From an optimization exercise on the open Yosys and OpenROAD flow, aimed at small area, a short achievable clock period and few clock cycles per item; shortcuts taken in it are not production practice. Function was checked by simulation only, so behaviour that the tests miss may differ from the original.

### run.sh
#!/bin/bash
# synth_recipe.tcl (not shown) runs the flow's synth.tcl, then flattens the netlist and writes it again
# the make line also repeats each setting of config.mk as NAME=value (left out here)
make -C /OpenROAD-flow-scripts/flow DESIGN_CONFIG=/design/flow/config.mk WORK_HOME=/design/flow/orfs CLKGATE_MAP_FILE= SYNTH_SCRIPT=/design/flow/synth_recipe.tcl finish
### config.mk
export PLATFORM = sky130hd
export DESIGN_NAME = post_requant
export DESIGN_NICKNAME = post_requant
export VERILOG_FILES = /design/flow/design.v
export SDC_FILE = /design/flow/constraint.sdc
export NUM_CORES = 4
export LEC_CHECK = 0
export CAP_MARGIN = 20
export CORE_MARGIN = 2
export CORE_UTILIZATION = 40
export SLEW_MARGIN = 20
### constraint.sdc
create_clock -name core_clock -period 20.0 [get_ports {clk}]
set_input_delay 4.0000 -clock core_clock [delete_from_list [all_inputs] [get_ports {clk}]]
set_output_delay 4.0000 -clock core_clock [all_outputs]
set_load 0.01 [all_outputs]
### design.v
module post_requant (
    input  wire        clk,
    input  wire        rst,         
    input  wire        in_valid,
    output wire        in_ready,
    input  wire [1:0]  in_otype,
    input  wire [31:0] in_acc,
    input  wire [31:0] in_bias,
    input  wire [31:0] in_m,
    input  wire [5:0]  in_rs,
    input  wire [15:0] in_zp,
    input  wire [15:0] in_qmin,
    input  wire [15:0] in_qmax,
    output reg         out_valid,
    input  wire        out_ready,
    output reg  [31:0] out_y
);
    reg        s1_valid;
    reg [1:0]  s1_otype;
    reg [31:0] s1_acc;
    reg [31:0] s1_bias;
    reg [31:0] s1_m;
    reg [5:0]  s1_rs;
    reg [15:0] s1_zp;
    reg [15:0] s1_qmin;
    reg [15:0] s1_qmax;
    wire out_load = !out_valid || out_ready;    
    assign in_ready = !s1_valid || out_load;    
    always @(posedge clk) begin
        if (rst) begin
            s1_valid <= 1'b0;
        end else if (in_ready) begin
            s1_valid <= in_valid;
        end
        if (in_ready && in_valid) begin
            s1_otype <= in_otype;
            s1_acc   <= in_acc;
            s1_bias  <= in_bias;
            s1_m     <= in_m;
            s1_rs    <= in_rs;
            s1_zp    <= in_zp;
            s1_qmin  <= in_qmin;
            s1_qmax  <= in_qmax;
        end
    end
    wire signed [32:0] t = {s1_acc[31], s1_acc} + {s1_bias[31], s1_bias};
    wire signed [64:0] m_ext = {{33{s1_m[31]}}, s1_m};
    wire signed [64:0] t_ext = {{32{t[32]}}, t};
    wire signed [64:0] p = t_ext * m_ext;
    wire signed [64:0] q = p >>> s1_rs;
    wire [5:0]  rs_m1       = s1_rs - 6'd1;
    wire [64:0] sticky_mask = (65'd1 << rs_m1) - 65'd1;
    wire        guard       = (s1_rs != 6'd0) && p[rs_m1];
    wire        sticky      = (s1_rs > 6'd1) && ((p & sticky_mask) != 65'd0);
    wire        round_up    = guard && (sticky || q[0]);
    wire signed [66:0] q_ext  = {{2{q[64]}}, q};
    wire signed [66:0] zp_ext = {{51{s1_zp[15]}}, s1_zp};
    wire signed [66:0] y_rnd  = q_ext + {66'd0, round_up} + zp_ext;
    wire signed [66:0] qmin_ext = {{51{s1_qmin[15]}}, s1_qmin};
    wire signed [66:0] qmax_ext = {{51{s1_qmax[15]}}, s1_qmax};
    wire signed [66:0] y_lo     = (y_rnd < qmin_ext) ? qmin_ext : y_rnd;
    wire signed [66:0] y_sat    = (y_lo > qmax_ext) ? qmax_ext : y_lo;
    reg [31:0] y_i32;
    always @(*) begin
        if (t > 33'sd2147483647)
            y_i32 = 32'h7fffffff;
        else if (t < -33'sd2147483648)
            y_i32 = 32'h80000000;
        else
            y_i32 = t[31:0];
    end
    wire [31:0] result = (s1_otype == 2'd3) ? y_i32 : y_sat[31:0];
    always @(posedge clk) begin
        if (rst) begin
            out_valid <= 1'b0;
        end else if (out_load) begin
            out_valid <= s1_valid;
        end
        if (out_load && s1_valid) begin
            out_y <= result;
        end
    end
endmodule
==> notes.md <==
## kinds of logic after synthesis
logic type                 after synthesis  share of synthesized area (%)
adders and majority gates             1555                           45.5
DFF                                    186                           9.11
xor gates and xnor gates               186                           2.67
and+or+nand+nor                       2180                           17.7
AOI/OAI and AO/OA                     1180                           12.6
buffers and inverters                 1561                           9.64
muxes                                  142                           2.80
## final timing paths
| kind | start | end | slack [ps] | depth (start not counted) |
|---|---|---|---|---|
| max | s1_bias[0] | out_y[8] | 600 | 89 |
| min | s1_valid | out_valid | 520 | 2 |
| max reg2reg | s1_bias[0] | out_y[8] | 600 | 89 |
| min reg2reg | s1_valid | out_valid | 520 | 2 |
## tightest hold or removal path, cell delays in order (launching register included)
cell and delay [ps]:
dfxtp_1 330, nor2_1 100, nor2_1 50
## cells in the mapped netlist (all sizes together), types with 11 or more instances
master	instances
nand4	61
mux4	20
a221oi	19
a21oi	319
nor4	20
a311oi	12
or3	21
maj3	18
ha	422
or2	13
edfxtp	184
fa	1115
xor2	67
a2111oi	14
and4	13
and2	621
a221o	11
nand3	71
nor2b	79
o31ai	21
nor2	332
buf	40
inv	1177
nor3	77
a21o	135
o211ai	37
nand2b	54
a211oi	77
a211o	19
and3	35
o21bai	28
xnor2	119
clkbuf	340
a31oi	40
o21ai	251
nand2	762
o22ai	27
mux2	31
o21a	45
mux2i	91
## state kept, by name, indices dropped and copies added, names as in the netlist, 2 cells and up
name	flops
out_y	32
s1_acc	32
s1_bias	32
s1_m	32
s1_qmax	16
s1_qmin	16
s1_zp	16
s1_rs	6
s1_otype	2
## area by class of cell
class / count / area [µm²] / area share (%)
diodes: 2 / 5.00 / 0.00685
clock buffers: 18 / 429 / 0.587
clock inverters: 14 / 176 / 0.241
inverters: 1181 / 4430 / 6.06
multi-input cells: 5243 / 50800 / 69.4
flip-flops and latches: 186 / 5570 / 7.61
well taps: 2030 / 2540 / 3.47
repair buffers: 1096 / 9190 / 12.6
## per-layer routing
metal	part of all wire, %	global-route usage, %
met1	43	35.6
met2	48	44.4
met3	5.7	2.84
met4	3.1	7.72
met5	0	0
## timing repair
item / 4_1_cts / 5_1_grt
resized for setup: 22 / 185
endpoints found under the setup margin: 32 / 32
hold buffers: 0 / 0
gates cloned: 0 / 6
pin swaps: 3 / 96
setup buffers: 1 / 29
## through the flow
step	hold WS [ps]	setup slack, ps	cell area [µm²]	TNS [ps]
after floorplan	478	2.93	61100	0
after CTS	526	18.1	72000	0
after detailed placement	512	-442	71300	-11670
after global routing	554	-199	73100	-4590
after global placement	510	-192	71200	-4210
final	524	600	73100	0
==> impl_metrics.yaml <==
place:
  io_buffers: 189
  dpl.hpwl_um: 170000
  place_inst: 9700
  place_congestion: 0.969
global_route:
  grt_overflow: 0
  grt_pass1_wl_um: 321000
  grt_pass1_vias: 55100
  antenna_found_initial: 3
  grt_usage_pct: 26.3
  grt_max_degree: 75
synth:
  ys_async_sr_fraction_pct: 0
  ys_seq_elements: 186
  netlist_instances: 6990
  syn_nets: 8683
  synth_ff_type: "edfxtp_1"
  synth_warnings: 1
  syn_area_mm2: 0.0611
  syn_avg_cell_area_um2: 8.74
  yosysTopAreaCellShare_pct: 36.5
  seq_area_frac_synth_pct: 9.11
  synth_area_leaders: "fa_1 (37%), edfxtp_1 (9.0%), ha_1 (8.6%)"
  yosysUniqueCellTypes: 99
  synth_edf_count: 184
  yosysTopAreaCell: "fa_1"
sta:
  tightest_slew_ps: 1150
  slew-limit-headroom_pct: 23.5
  finClkSkew_ps: 52.8
  final_max_slew_viol_count: 0
  hold_viol_final: 0
  setup_violations: 0
  max_freq_mhz: 51.5
  fin_crit_ps: 19400
  finalCritPeriodShare_pct: 97.0
layout:
  area_growth_pct: 19.6
  drive_gt1_share_pct: 15.6
  fin_nets: 9418
  final_cell_mix: "inv_1 (1170), fa_1 (1104), buf_4 (859)"
  post-route-util_pct: 48.1
  final_common_cell: "inv_1"
  final_cells: 9770
  fill_cells: 14600
cts:
  cts_htree_levels: 4
  clockRootBuffer: "clkbuf_16"
  clockBufferDepth: 2
  path_clk_slew_ps: 80
  clk_latency_ps: 580
  cts_made_buffers: 17
  cts_tree: "done"
  clock_sinks: 186
setup_path:
  path_class: "reg -> reg"
  crit_slowest_cell: "fa_1"
  critPathMaxStageDelay_ps: 570
  arrival_ps: 19670
  crit_fanout: 15
  worstSetupStartpointType: "flip-flop"
  crit_top_cell: "fa_1"
  end_kind: "flip-flop"
  worstPathRequired_ps: 20270
  path_delay_family: "compound AO/OA/AOI/OAI gates"
  critPathBufInv: 18
route:
  drc_errors: 0
  drt-total-wl_um: 202000
  wire_per_inst_um: 20.7
  ant_nets: 0
  routed_via_density: 5.38
  drtIter0Drc: 4067
  firstDrtPassIters: 6
  via_count: 52500
floorplan:
  io_pins: 190
  std_cell_rows: 143
  die_w_um: 395
  die_area_mm2: 0.156
  coreArea_mm2: 0.152
  die_y_um: 395
  start_util_pct: 40.2
outcome:
  status: "complete, no violations"
min_path:
  hp-class: "reg -> reg"
job:
  cap_violations: 0
Testbench counts, summed over its fixed seeds: cycles 32,016, items 32,000.

[port drivers added, routing unchanged]
The flow's constraints put no driver on any port. The routed layout listed below was extracted and timed again, unchanged, in two steps.
Step 1 (the two cells are an assumption about what drives the block):
set clk [get_ports {clk}]
set_driving_cell -lib_cell sky130_fd_sc_hd__clkbuf_16 $clk
set_driving_cell -lib_cell sky130_fd_sc_hd__buf_2 [delete_from_list [all_inputs] $clk]
Step 2 adds t to the input delays and takes it off the output delays; t is the mean of the earliest and latest rising clock arrival at the registers after step 1. Input paths then give back, and output paths get back, about the clock's delay inside the block.
Three values: no drivers, after step 1, after step 2; two values: the first two.
t (ns): 0.629
setup WS [ns]: 0.600 / 0.600 / 0.600
clock arrival spread, ns: 0.059 / 0.059
worst data-port slew with drivers (ns): 0.07
After both steps setup and hold are still met in this run. The setup slack of this run moves by 0.000 ns with the drivers and by 0.000 ns with both steps.
